This is an optimization exercise on Yosys and OpenROAD, whose aim is small area, a short achievable clock period and few clock cycles per item, not a production implementation.
The RTL was checked by simulation tests, not by an equivalence proof against the original design.

==> design/flow/design.v <==
module gkl_flit_rx (
  input  wire        clk,
  input  wire        rst,
  input  wire        in_valid,
  output wire        in_ready,
  input  wire [63:0] in_data,
  input  wire        in_mode_p,
  output wire        out_valid,
  input  wire        out_ready,
  output wire [63:0] out_data,
  output wire        out_last,
  output wire        st_crc_ok,
  output wire [1:0]  st_corr,
  output wire [1:0]  st_unc,
  output wire [7:0]  st_pos0,
  output wire [7:0]  st_pos1
);
  localparam integer N   = 35;
  localparam [5:0]   NM1 = N - 1;
  function automatic [7:0] gf_mul(input [7:0] a, input [7:0] b);
    integer i;
    reg [7:0] p, x;
    begin
      p = 8'd0;
      x = a;
      for (i = 0; i < 8; i = i + 1) begin
        if (b[i]) p = p ^ x;
        x = {x[6:0], 1'b0} ^ (x[7] ? 8'h1D : 8'h00);
      end
      gf_mul = p;
    end
  endfunction
  function automatic [7:0] gf_log(input [7:0] a);
    case (a)
      8'h01: gf_log = 8'd0;
      8'h02: gf_log = 8'd1;
      8'h03: gf_log = 8'd25;
      8'h04: gf_log = 8'd2;
      8'h05: gf_log = 8'd50;
      8'h06: gf_log = 8'd26;
      8'h07: gf_log = 8'd198;
      8'h08: gf_log = 8'd3;
      8'h09: gf_log = 8'd223;
      8'h0A: gf_log = 8'd51;
      8'h0B: gf_log = 8'd238;
      8'h0C: gf_log = 8'd27;
      8'h0D: gf_log = 8'd104;
      8'h0E: gf_log = 8'd199;
      8'h0F: gf_log = 8'd75;
      8'h10: gf_log = 8'd4;
      8'h11: gf_log = 8'd100;
      8'h12: gf_log = 8'd224;
      8'h13: gf_log = 8'd14;
      8'h14: gf_log = 8'd52;
      8'h15: gf_log = 8'd141;
      8'h16: gf_log = 8'd239;
      8'h17: gf_log = 8'd129;
      8'h18: gf_log = 8'd28;
      8'h19: gf_log = 8'd193;
      8'h1A: gf_log = 8'd105;
      8'h1B: gf_log = 8'd248;
      8'h1C: gf_log = 8'd200;
      8'h1D: gf_log = 8'd8;
      8'h1E: gf_log = 8'd76;
      8'h1F: gf_log = 8'd113;
      8'h20: gf_log = 8'd5;
      8'h21: gf_log = 8'd138;
      8'h22: gf_log = 8'd101;
      8'h23: gf_log = 8'd47;
      8'h24: gf_log = 8'd225;
      8'h25: gf_log = 8'd36;
      8'h26: gf_log = 8'd15;
      8'h27: gf_log = 8'd33;
      8'h28: gf_log = 8'd53;
      8'h29: gf_log = 8'd147;
      8'h2A: gf_log = 8'd142;
      8'h2B: gf_log = 8'd218;
      8'h2C: gf_log = 8'd240;
      8'h2D: gf_log = 8'd18;
      8'h2E: gf_log = 8'd130;
      8'h2F: gf_log = 8'd69;
      8'h30: gf_log = 8'd29;
      8'h31: gf_log = 8'd181;
      8'h32: gf_log = 8'd194;
      8'h33: gf_log = 8'd125;
      8'h34: gf_log = 8'd106;
      8'h35: gf_log = 8'd39;
      8'h36: gf_log = 8'd249;
      8'h37: gf_log = 8'd185;
      8'h38: gf_log = 8'd201;
      8'h39: gf_log = 8'd154;
      8'h3A: gf_log = 8'd9;
      8'h3B: gf_log = 8'd120;
      8'h3C: gf_log = 8'd77;
      8'h3D: gf_log = 8'd228;
      8'h3E: gf_log = 8'd114;
      8'h3F: gf_log = 8'd166;
      8'h40: gf_log = 8'd6;
      8'h41: gf_log = 8'd191;
      8'h42: gf_log = 8'd139;
      8'h43: gf_log = 8'd98;
      8'h44: gf_log = 8'd102;
      8'h45: gf_log = 8'd221;
      8'h46: gf_log = 8'd48;
      8'h47: gf_log = 8'd253;
      8'h48: gf_log = 8'd226;
      8'h49: gf_log = 8'd152;
      8'h4A: gf_log = 8'd37;
      8'h4B: gf_log = 8'd179;
      8'h4C: gf_log = 8'd16;
      8'h4D: gf_log = 8'd145;
      8'h4E: gf_log = 8'd34;
      8'h4F: gf_log = 8'd136;
      8'h50: gf_log = 8'd54;
      8'h51: gf_log = 8'd208;
      8'h52: gf_log = 8'd148;
      8'h53: gf_log = 8'd206;
      8'h54: gf_log = 8'd143;
      8'h55: gf_log = 8'd150;
      8'h56: gf_log = 8'd219;
      8'h57: gf_log = 8'd189;
      8'h58: gf_log = 8'd241;
      8'h59: gf_log = 8'd210;
      8'h5A: gf_log = 8'd19;
      8'h5B: gf_log = 8'd92;
      8'h5C: gf_log = 8'd131;
      8'h5D: gf_log = 8'd56;
      8'h5E: gf_log = 8'd70;
      8'h5F: gf_log = 8'd64;
      8'h60: gf_log = 8'd30;
      8'h61: gf_log = 8'd66;
      8'h62: gf_log = 8'd182;
      8'h63: gf_log = 8'd163;
      8'h64: gf_log = 8'd195;
      8'h65: gf_log = 8'd72;
      8'h66: gf_log = 8'd126;
      8'h67: gf_log = 8'd110;
      8'h68: gf_log = 8'd107;
      8'h69: gf_log = 8'd58;
      8'h6A: gf_log = 8'd40;
      8'h6B: gf_log = 8'd84;
      8'h6C: gf_log = 8'd250;
      8'h6D: gf_log = 8'd133;
      8'h6E: gf_log = 8'd186;
      8'h6F: gf_log = 8'd61;
      8'h70: gf_log = 8'd202;
      8'h71: gf_log = 8'd94;
      8'h72: gf_log = 8'd155;
      8'h73: gf_log = 8'd159;
      8'h74: gf_log = 8'd10;
      8'h75: gf_log = 8'd21;
      8'h76: gf_log = 8'd121;
      8'h77: gf_log = 8'd43;
      8'h78: gf_log = 8'd78;
      8'h79: gf_log = 8'd212;
      8'h7A: gf_log = 8'd229;
      8'h7B: gf_log = 8'd172;
      8'h7C: gf_log = 8'd115;
      8'h7D: gf_log = 8'd243;
      8'h7E: gf_log = 8'd167;
      8'h7F: gf_log = 8'd87;
      8'h80: gf_log = 8'd7;
      8'h81: gf_log = 8'd112;
      8'h82: gf_log = 8'd192;
      8'h83: gf_log = 8'd247;
      8'h84: gf_log = 8'd140;
      8'h85: gf_log = 8'd128;
      8'h86: gf_log = 8'd99;
      8'h87: gf_log = 8'd13;
      8'h88: gf_log = 8'd103;
      8'h89: gf_log = 8'd74;
      8'h8A: gf_log = 8'd222;
      8'h8B: gf_log = 8'd237;
      8'h8C: gf_log = 8'd49;
      8'h8D: gf_log = 8'd197;
      8'h8E: gf_log = 8'd254;
      8'h8F: gf_log = 8'd24;
      8'h90: gf_log = 8'd227;
      8'h91: gf_log = 8'd165;
      8'h92: gf_log = 8'd153;
      8'h93: gf_log = 8'd119;
      8'h94: gf_log = 8'd38;
      8'h95: gf_log = 8'd184;
      8'h96: gf_log = 8'd180;
      8'h97: gf_log = 8'd124;
      8'h98: gf_log = 8'd17;
      8'h99: gf_log = 8'd68;
      8'h9A: gf_log = 8'd146;
      8'h9B: gf_log = 8'd217;
      8'h9C: gf_log = 8'd35;
      8'h9D: gf_log = 8'd32;
      8'h9E: gf_log = 8'd137;
      8'h9F: gf_log = 8'd46;
      8'hA0: gf_log = 8'd55;
      8'hA1: gf_log = 8'd63;
      8'hA2: gf_log = 8'd209;
      8'hA3: gf_log = 8'd91;
      8'hA4: gf_log = 8'd149;
      8'hA5: gf_log = 8'd188;
      8'hA6: gf_log = 8'd207;
      8'hA7: gf_log = 8'd205;
      8'hA8: gf_log = 8'd144;
      8'hA9: gf_log = 8'd135;
      8'hAA: gf_log = 8'd151;
      8'hAB: gf_log = 8'd178;
      8'hAC: gf_log = 8'd220;
      8'hAD: gf_log = 8'd252;
      8'hAE: gf_log = 8'd190;
      8'hAF: gf_log = 8'd97;
      8'hB0: gf_log = 8'd242;
      8'hB1: gf_log = 8'd86;
      8'hB2: gf_log = 8'd211;
      8'hB3: gf_log = 8'd171;
      8'hB4: gf_log = 8'd20;
      8'hB5: gf_log = 8'd42;
      8'hB6: gf_log = 8'd93;
      8'hB7: gf_log = 8'd158;
      8'hB8: gf_log = 8'd132;
      8'hB9: gf_log = 8'd60;
      8'hBA: gf_log = 8'd57;
      8'hBB: gf_log = 8'd83;
      8'hBC: gf_log = 8'd71;
      8'hBD: gf_log = 8'd109;
      8'hBE: gf_log = 8'd65;
      8'hBF: gf_log = 8'd162;
      8'hC0: gf_log = 8'd31;
      8'hC1: gf_log = 8'd45;
      8'hC2: gf_log = 8'd67;
      8'hC3: gf_log = 8'd216;
      8'hC4: gf_log = 8'd183;
      8'hC5: gf_log = 8'd123;
      8'hC6: gf_log = 8'd164;
      8'hC7: gf_log = 8'd118;
      8'hC8: gf_log = 8'd196;
      8'hC9: gf_log = 8'd23;
      8'hCA: gf_log = 8'd73;
      8'hCB: gf_log = 8'd236;
      8'hCC: gf_log = 8'd127;
      8'hCD: gf_log = 8'd12;
      8'hCE: gf_log = 8'd111;
      8'hCF: gf_log = 8'd246;
      8'hD0: gf_log = 8'd108;
      8'hD1: gf_log = 8'd161;
      8'hD2: gf_log = 8'd59;
      8'hD3: gf_log = 8'd82;
      8'hD4: gf_log = 8'd41;
      8'hD5: gf_log = 8'd157;
      8'hD6: gf_log = 8'd85;
      8'hD7: gf_log = 8'd170;
      8'hD8: gf_log = 8'd251;
      8'hD9: gf_log = 8'd96;
      8'hDA: gf_log = 8'd134;
      8'hDB: gf_log = 8'd177;
      8'hDC: gf_log = 8'd187;
      8'hDD: gf_log = 8'd204;
      8'hDE: gf_log = 8'd62;
      8'hDF: gf_log = 8'd90;
      8'hE0: gf_log = 8'd203;
      8'hE1: gf_log = 8'd89;
      8'hE2: gf_log = 8'd95;
      8'hE3: gf_log = 8'd176;
      8'hE4: gf_log = 8'd156;
      8'hE5: gf_log = 8'd169;
      8'hE6: gf_log = 8'd160;
      8'hE7: gf_log = 8'd81;
      8'hE8: gf_log = 8'd11;
      8'hE9: gf_log = 8'd245;
      8'hEA: gf_log = 8'd22;
      8'hEB: gf_log = 8'd235;
      8'hEC: gf_log = 8'd122;
      8'hED: gf_log = 8'd117;
      8'hEE: gf_log = 8'd44;
      8'hEF: gf_log = 8'd215;
      8'hF0: gf_log = 8'd79;
      8'hF1: gf_log = 8'd174;
      8'hF2: gf_log = 8'd213;
      8'hF3: gf_log = 8'd233;
      8'hF4: gf_log = 8'd230;
      8'hF5: gf_log = 8'd231;
      8'hF6: gf_log = 8'd173;
      8'hF7: gf_log = 8'd232;
      8'hF8: gf_log = 8'd116;
      8'hF9: gf_log = 8'd214;
      8'hFA: gf_log = 8'd244;
      8'hFB: gf_log = 8'd234;
      8'hFC: gf_log = 8'd168;
      8'hFD: gf_log = 8'd80;
      8'hFE: gf_log = 8'd88;
      8'hFF: gf_log = 8'd175;
      default: gf_log = 8'd0;
    endcase
  endfunction
  function automatic [7:0] apow(input integer k);
    case (k)
      0: apow = 8'h01; 1: apow = 8'h02; 2: apow = 8'h04; 3: apow = 8'h08;
      4: apow = 8'h10; 5: apow = 8'h20; 6: apow = 8'h40; 7: apow = 8'h80;
      default: apow = 8'h1D;
    endcase
  endfunction
  function automatic [31:0] crc_step64(input [31:0] c, input [63:0] d);
    integer i;
    reg [31:0] r;
    begin
      r = c;
      for (i = 0; i < 64; i = i + 1)
        r = (r >> 1) ^ (((r[0] ^ d[i]) == 1'b1) ? 32'hEDB88320 : 32'h0);
      crc_step64 = r;
    end
  endfunction
  function automatic [7:0] dec_x(input [7:0] s0, input [7:0] s1);
    reg [8:0] s;
    begin
      s = {1'b0, gf_log(s0)} + {1'b0, ~gf_log(s1)};
      dec_x = s[7:0] + {7'd0, s[8]};
    end
  endfunction
  reg [64*N-1:0] ring;
  reg [5:0]  ph;           
  reg [5:0]  wp, rp;       
  reg [5:0]  cnt;          
  reg [4:0]  ibeat, obeat;
  reg        imode;
  reg        acc_en, acc_first, acc_last;
  reg [7:0]  acc_a, acc_b, acc_c, acc_d;
  reg        fs_valid, fs_mode;
  reg [7:0]  fs_a, fs_b, fs_c, fs_d;
  reg        dec_valid;
  reg [1:0]  corr, unc;
  reg [7:0]  pos0, pos1, val0, val1;
  reg [31:0] crc;
  reg        hv, h_last;
  reg [63:0] h_data;
  reg        s_ok;
  reg [1:0]  s_corr, s_unc;
  reg [7:0]  s_pos0, s_pos1;
  wire [63:0] r0    = ring[63:0];
  wire [63:0] rlast = ring[64*N-1 -: 64];
  wire [63:0] rw    = ring[64*(N-1)-1 -: 64];    
  wire [5:0] ph_m1 = (ph == 6'd0) ? NM1 : ph - 6'd1;
  wire waligned = (wp == ph_m1);
  wire raligned = (rp == ph);
  wire full  = (cnt == N[5:0]);
  wire empty = (cnt == 6'd0);
  assign in_ready = waligned && !full && !(ibeat == 5'd31 && fs_valid);
  wire wr = in_valid && in_ready;
  wire rd = raligned && !empty && dec_valid && (!hv || out_ready);
  wire rd_last = rd && (obeat == 5'd31);
  wire xfer = fs_valid && (!dec_valid || rd_last);
  always @(posedge clk) begin
    ring <= {r0, (wr ? in_data : rlast), ring[64*(N-1)-1:64]};
  end
  always @(posedge clk) begin
    if (rst) begin
      ph    <= 6'd0;
      wp    <= NM1;
      rp    <= NM1;
      cnt   <= 6'd0;
      ibeat <= 5'd0;
      obeat <= 5'd0;
      acc_en    <= 1'b0;
      fs_valid  <= 1'b0;
      dec_valid <= 1'b0;
      hv    <= 1'b0;
    end else begin
      ph  <= (ph == NM1) ? 6'd0 : ph + 6'd1;
      if (wr) wp <= (wp == NM1) ? 6'd0 : wp + 6'd1;
      if (rd) rp <= (rp == NM1) ? 6'd0 : rp + 6'd1;
      cnt <= cnt + {5'd0, wr} - {5'd0, rd};
      if (wr) ibeat <= ibeat + 5'd1;
      if (rd) obeat <= obeat + 5'd1;
      acc_en <= wr;
      if (acc_en && acc_last) fs_valid <= 1'b1;
      else if (xfer)          fs_valid <= 1'b0;
      if (xfer)         dec_valid <= 1'b1;
      else if (rd_last) dec_valid <= 1'b0;
      hv <= rd || (hv && !out_ready);
    end
  end
  always @(posedge clk) begin
    if (wr) begin
      acc_first <= (ibeat == 5'd0);
      acc_last  <= (ibeat == 5'd31);
      if (ibeat == 5'd0) imode <= in_mode_p;
    end
  end
  wire [63:0] dz = (acc_last && !imode) ? {16'h0, rw[47:0]} : rw;
  reg [7:0] na, nb, nc, nd;
  reg [7:0] ev, od, bd, bp, dp;
  integer t;
  always @* begin
    ev = 8'd0; od = 8'd0; bd = 8'd0; bp = 8'd0; dp = 8'd0;
    for (t = 0; t < 4; t = t + 1) begin
      ev = ev ^ dz[16*t +: 8];
      od = od ^ dz[16*t + 8 +: 8];
      bp = bp ^ gf_mul(dz[16*t +: 8], apow(3 - t));
      dp = dp ^ gf_mul(dz[16*t + 8 +: 8], apow(3 - t));
    end
    for (t = 0; t < 8; t = t + 1)
      bd = bd ^ gf_mul(dz[8*t +: 8], apow(7 - t));
    na = (acc_first ? 8'd0 : acc_a) ^ ev ^ (imode ? 8'd0 : od);
    nb = imode ? (gf_mul(acc_first ? 8'd0 : acc_b, apow(4)) ^ bp)
               : (gf_mul(acc_first ? 8'd0 : acc_b, apow(8)) ^ bd);
    nc = (acc_first ? 8'd0 : acc_c) ^ od;
    nd = gf_mul(acc_first ? 8'd0 : acc_d, apow(4)) ^ dp;
  end
  always @(posedge clk) begin
    if (acc_en) begin
      acc_a <= na; acc_b <= nb; acc_c <= nc; acc_d <= nd;
      if (acc_last) begin
        fs_a <= na; fs_b <= nb; fs_c <= nc; fs_d <= nd;
        fs_mode <= imode;
      end
    end
  end
  wire [7:0] x0 = dec_x(fs_a, fs_b);
  wire [7:0] x1 = dec_x(fs_c, fs_d);
  wire z0a = (fs_a == 8'd0), z0b = (fs_b == 8'd0);
  wire z1a = (fs_c == 8'd0), z1b = (fs_d == 8'd0);
  wire in0 = fs_mode ? x0[7] : (x0 != 8'd254);
  wire c0  = !z0a && !z0b && in0;
  wire u0  = (z0a != z0b) || (!z0a && !z0b && !in0);
  wire c1  = fs_mode && !z1a && !z1b && x1[7];
  wire u1  = fs_mode && ((z1a != z1b) || (!z1a && !z1b && !x1[7]));
  wire [7:0] p0 = !c0 ? 8'd0 : fs_mode ? {x0[6:0], 1'b0} : ((x0 == 8'd255) ? 8'd0 : x0);
  wire [7:0] p1 = !c1 ? 8'd0 : {x1[6:0], 1'b1};
  always @(posedge clk) begin
    if (xfer) begin
      corr <= {c1, c0};
      unc  <= {u1, u0};
      pos0 <= p0;
      pos1 <= p1;
      val0 <= fs_a;
      val1 <= fs_c;
    end
  end
  reg [63:0] fix;
  always @* begin
    fix = 64'd0;
    if (corr[0] && pos0[7:3] == obeat) fix[8*pos0[2:0] +: 8] = fix[8*pos0[2:0] +: 8] ^ val0;
    if (corr[1] && pos1[7:3] == obeat) fix[8*pos1[2:0] +: 8] = fix[8*pos1[2:0] +: 8] ^ val1;
  end
  wire [63:0] nbeat = r0 ^ fix;
  always @(posedge clk) begin
    if (rd) begin
      h_data <= nbeat;
      h_last <= (obeat == 5'd31);
      if (obeat != 5'd31)
        crc <= crc_step64((obeat == 5'd0) ? 32'hFFFFFFFF : crc, nbeat);
      else begin
        s_ok   <= (nbeat[31:0] == ~crc);
        s_corr <= corr;
        s_unc  <= unc;
        s_pos0 <= pos0;
        s_pos1 <= pos1;
      end
    end
  end
  assign out_valid = hv;
  assign out_data  = h_data;
  assign out_last  = h_last;
  assign st_crc_ok = s_ok;
  assign st_corr   = s_corr;
  assign st_unc    = s_unc;
  assign st_pos0   = s_pos0;
  assign st_pos1   = s_pos1;
endmodule
==> design/flow/run.sh <==
#!/bin/bash
# synth_recipe.tcl (not shown) runs the flow's synth.tcl, then flattens the netlist and writes it again
# the make line also repeats each setting of config.mk as NAME=value (left out here)
make -C /OpenROAD-flow-scripts/flow DESIGN_CONFIG=/design/flow/config.mk WORK_HOME=/design/flow/orfs CLKGATE_MAP_FILE= SYNTH_SCRIPT=/design/flow/synth_recipe.tcl finish
==> design/flow/config.mk <==
export PLATFORM = sky130hd
export DESIGN_NAME = gkl_flit_rx
export DESIGN_NICKNAME = gkl_flit_rx
export VERILOG_FILES = /design/flow/design.v
export SDC_FILE = /design/flow/constraint.sdc
export NUM_CORES = 4
export LEC_CHECK = 0
export CAP_MARGIN = 20
export CORE_MARGIN = 2
export CORE_UTILIZATION = 40
export SLEW_MARGIN = 20
==> design/flow/constraint.sdc <==
create_clock -name core_clock -period 11.0 [get_ports {clk}]
set_input_delay 2.2000 -clock core_clock [delete_from_list [all_inputs] [get_ports {clk}]]
set_output_delay 2.2000 -clock core_clock [all_outputs]
set_load 0.01 [all_outputs]
==> reports/results.ini <==
[synth]
synthCells = 6911
synthAdderAreaFrac = 0.0168
ys_ff_latch = 2530
synth_top_family_by_area = XOR/XNOR gates
yosysSeqAreaShare = 0.637
yosys.area_share.simple = 0.0790
async_flop_share = 0
synthXorXnorAreaFrac = 0.140
syn_avg_cell_area_um2 = 12.0
synth_compound_area_frac = 0.0991
syn-cell-area_um2 = 83000
synthMuxAreaShare = 0.00603
synth-main-ff-cell = dfxtp_1
synth_top_area_cell = dfxtp_1
synth_nets = 7089
netlist.area_leader.share = 0.557
ys_top_cells_by_area = dfxtp_1 56%, edfxtp_1 8.0%, xnor2_1 6.4%
synth_warnings = 1
synth-edff-count = 220
synth_cell_types = 100

[critical_path]
rr_worst_depth = 22
arrival_ns = 10.20
crit_cells = 22
rrSetupSlack_ns = 1.39
crit_top_cell = xnor3_1
cp_top_family = XOR/XNOR gates
cp-startpoint = pos0[0]
cp-end-kind = register
r2r_start = pos0[0]
cp.required_ns = 11.58
cp-start-kind = register
cp_cell_sequence = clkinv_1 -> ha_1 -> ha_1 -> and2_1 -> nand4_2 -> nor2_2 -> nand3_1 -> o211a_1 -> a211o_1 -> nor3_2 -> xnor3_1 -> xnor3_1 -> xor2_2 -> xor3_2 -> xor2_1 -> xnor3_1 -> xnor2_1 -> xor2_2 -> xnor2_1 -> xnor2_2 -> buf_4 -> xnor3_1
worst_path_max_delay_cell = nor3_2
max_stage_delay_ns = 0.69
crit_fanout = 13
cp-endpoint = crc[15]
critPathKind = reg2reg
reg2reg_to = crc[15]
cp_num_buf_inv = 2

[route]
dr.pass1.iters = 8
wl_per_cell_um = 23.4
wl_mm = 232
first_iter_violations = 6098
viasPerCell = 5.18
drc = 0
vias = 51486
antenna_left = 0

[final_layout]
top_regs = ring x2240, h_data x64, crc x32
fill_cells = 18490
regMostFlops = ring
areaGrowthSynthToFinish_pct = 15.4
largest_register_ffs = 2240
final_area_um2 = 95800
drive_gt1_frac = 0.0886
nNetsFinal = 7216
fin_util = 0.463

[sta]
tns_ns = 0
fin_skew_ns = 0.0911
max_slew_margin = 0.287
grt_setup_unrepaired = no
worst_hold_slack_ns = 0.257
slew_viol_final = 0
fmax_mhz = 104
fin_crit_sh = 0.874
period_minus_slack_ns = 9.61
hold_viol = 0
tightest_slew_ns = 1.07
setup-violations-final = 0

[cts]
clock_path_buffers = 3
cts_tree = built
clkLatencyLatePin_ns = 0.89
clk_pin_slew_ns = 0.06
htreeDepth = 4
post_cts_buffers = 0
cts_hold_buf = 0
cts_buffers = 232
root_buffer = clkbuf_16
ctsResizeCount = 0
cts.sinks = 2530

[grt]
antenna_found_initial = 25
grt_max_degree = 80
gr-total-overflow = 0
grt_pass1_vias = 48962
grt_use_total = 0.215
grt_pass1_wl_mm = 337

[run]
max_cap_viol_count = 0

[placed_design]
numPortBuffers = 156
placed_area_um2 = 87500
gp_congestion = 0.924
place_hpwl_mm = 162

[floorplan]
die_x_um = 459
die_y_um = 459
die_area_um2 = 211000
num_rows = 167
ioPinCount = 157
initial_core_util = 0.402
core_um2 = 207000

[hold_path]
hold_path.class = reg2reg

[status]
status = no timing/DRC/antenna violations

[Yosys cell counts, drive strengths merged, types with 34 or more instances]
cell type and number:
a211oi 69, a21oi 360, a311oi 43, a31oi 73
buf 66, clkbuf 298, dfxtp 2310, edfxtp 220
ha 106, inv 114, nand2 628, nand3 97
nand4 34, nor2 386, nor3 100, nor4 35
o211ai 91, o21ai 353, o221ai 35, o22ai 43
xnor2 639, xnor3 143, xor2 173
[cell usage in the layout, fill, tap and decap left out, types with 32 or more instances in the layout]
| master | Yosys | layout |
|---|---|---|
| nand3_1 | 96 | 95 |
| dfxtp_1 | 2310 | 2310 |
| a31oi_1 | 73 | 73 |
| o22ai_1 | 43 | 43 |
| o211ai_1 | 90 | 90 |
| buf_4 | 9 | 101 |
| a21oi_1 | 360 | 352 |
| nor3_1 | 97 | 97 |
| clkdlybuf4s50_1 | 0 | 156 |
| clkinv_2 | 0 | 33 |
| nor4_1 | 32 | 32 |
| ha_1 | 106 | 106 |
| nand2_1 | 626 | 626 |
| xnor3_1 | 123 | 123 |
| o221ai_1 | 35 | 35 |
| a311oi_1 | 43 | 43 |
| clkbuf_1 | 298 | 42 |
| a211oi_1 | 69 | 69 |
| xnor2_1 | 609 | 609 |
| clkbuf_16 | 0 | 240 |
| nor2_1 | 385 | 385 |
| edfxtp_1 | 220 | 220 |
| o21ai_0 | 350 | 350 |
| clkbuf_8 | 0 | 51 |
| inv_1 | 113 | 111 |
| xor2_1 | 156 | 156 |
[stage by stage]
stage | worst slack, ns | instances
2_1_floorplan | 2.87 | 6911
3_3_place_gp | 1.42 | 9507
3_5_place_dp | 1.49 | 9508
4_1_cts | 1.42 | 9938
5_1_grt | 1.00 | 9938
6_report | 1.39 | 9945
[cell families after synthesis]
logic type                 Yosys count
AOI/OAI and AO/OA                 1303
xor gates and xnor gates           985
adders and majority gates          110
buffers and inverters              484
DFF                               2530
muxes                               45
and+or+nand+nor                   1454
[worst reg2reg max path, stage by stage, from the launching register on]
cell and delay, ns:
edfxtp_1 0.35, clkinv_1 0.35, ha_1 0.36, ha_1 0.60
and2_1 0.26, nand4_2 0.31, nor2_2 0.55, nand3_1 0.26
o211a_1 0.26, a211o_1 0.24, nor3_2 0.69, xnor3_1 0.62
xnor3_1 0.51, xor2_2 0.28, xor3_2 0.60, xor2_1 0.38
xnor3_1 0.49, xnor2_1 0.50, xor2_2 0.27, xnor2_1 0.59
xnor2_2 0.18, buf_4 0.27, xnor3_1 0.43
[per-layer routing]
metal	wire length, um	vias to the layer above	track usage
li1	-	23946	-
met3	16000	437	0.0359
met2	104000	2297	0.336
met4	9110	0	0.0837
met1	103000	24806	0.299
met5	0	-	0
[worst min-delay path by stage]
stage | from | end | slack (ns) | cells after the start
after global placement | ring[1153] | ring[1089] | 0.31 | 0
final | ring[1921] | ring[1857] | 0.26 | 0
after floorplan | ring[64] | ring[0] | 0.31 | 0
after global routing | ring[432] | ring[368] | 0.27 | 0
after CTS | ring[432] | ring[368] | 0.26 | 0
after detailed placement | ring[1829] | ring[1765] | 0.31 | 0
[layout make-up]
class | instances | area, um^2 | share of cell area
antenna | 7 | 17.5 | 0.000183
tap | 2704 | 3380 | 0.0353
inverter | 120 | 450 | 0.00470
multi-input combinational | 3897 | 28500 | 0.298
clock buffer | 333 | 6870 | 0.0717
sequential | 2530 | 52900 | 0.552
timing repair buffer | 257 | 2320 | 0.0242
clock inverter | 97 | 1350 | 0.0140
Testbench counts, summed over its fixed seeds: cycles 16,664, flits 512.

-- afterwards: timing with drivers on the ports --
The results above use ideal ports. As a check the final layout listed here was re-extracted and re-timed, cells and wires unchanged.
Step 1 (the two cells are an assumption about what drives the block):
set clk [get_ports {clk}]
set_driving_cell -lib_cell sky130_fd_sc_hd__clkbuf_16 $clk
set_driving_cell -lib_cell sky130_fd_sc_hd__buf_2 [delete_from_list [all_inputs] $clk]
Step 2 also shifts input and output timing later by t, the mid clock arrival at the registers, as if the neighbouring blocks saw the same clock.
a / b / c = ideal ports / drivers / drivers and shift; a / b = the first two.
t, ns: 0.929
setup slack, ns: 1.387 / 1.387 / 1.387
worst setup path at the end: register to register
After both steps setup and hold are still met in this run. For this run, drivers alone change the setup slack by 0.000 ns; drivers and shift together by 0.000 ns.
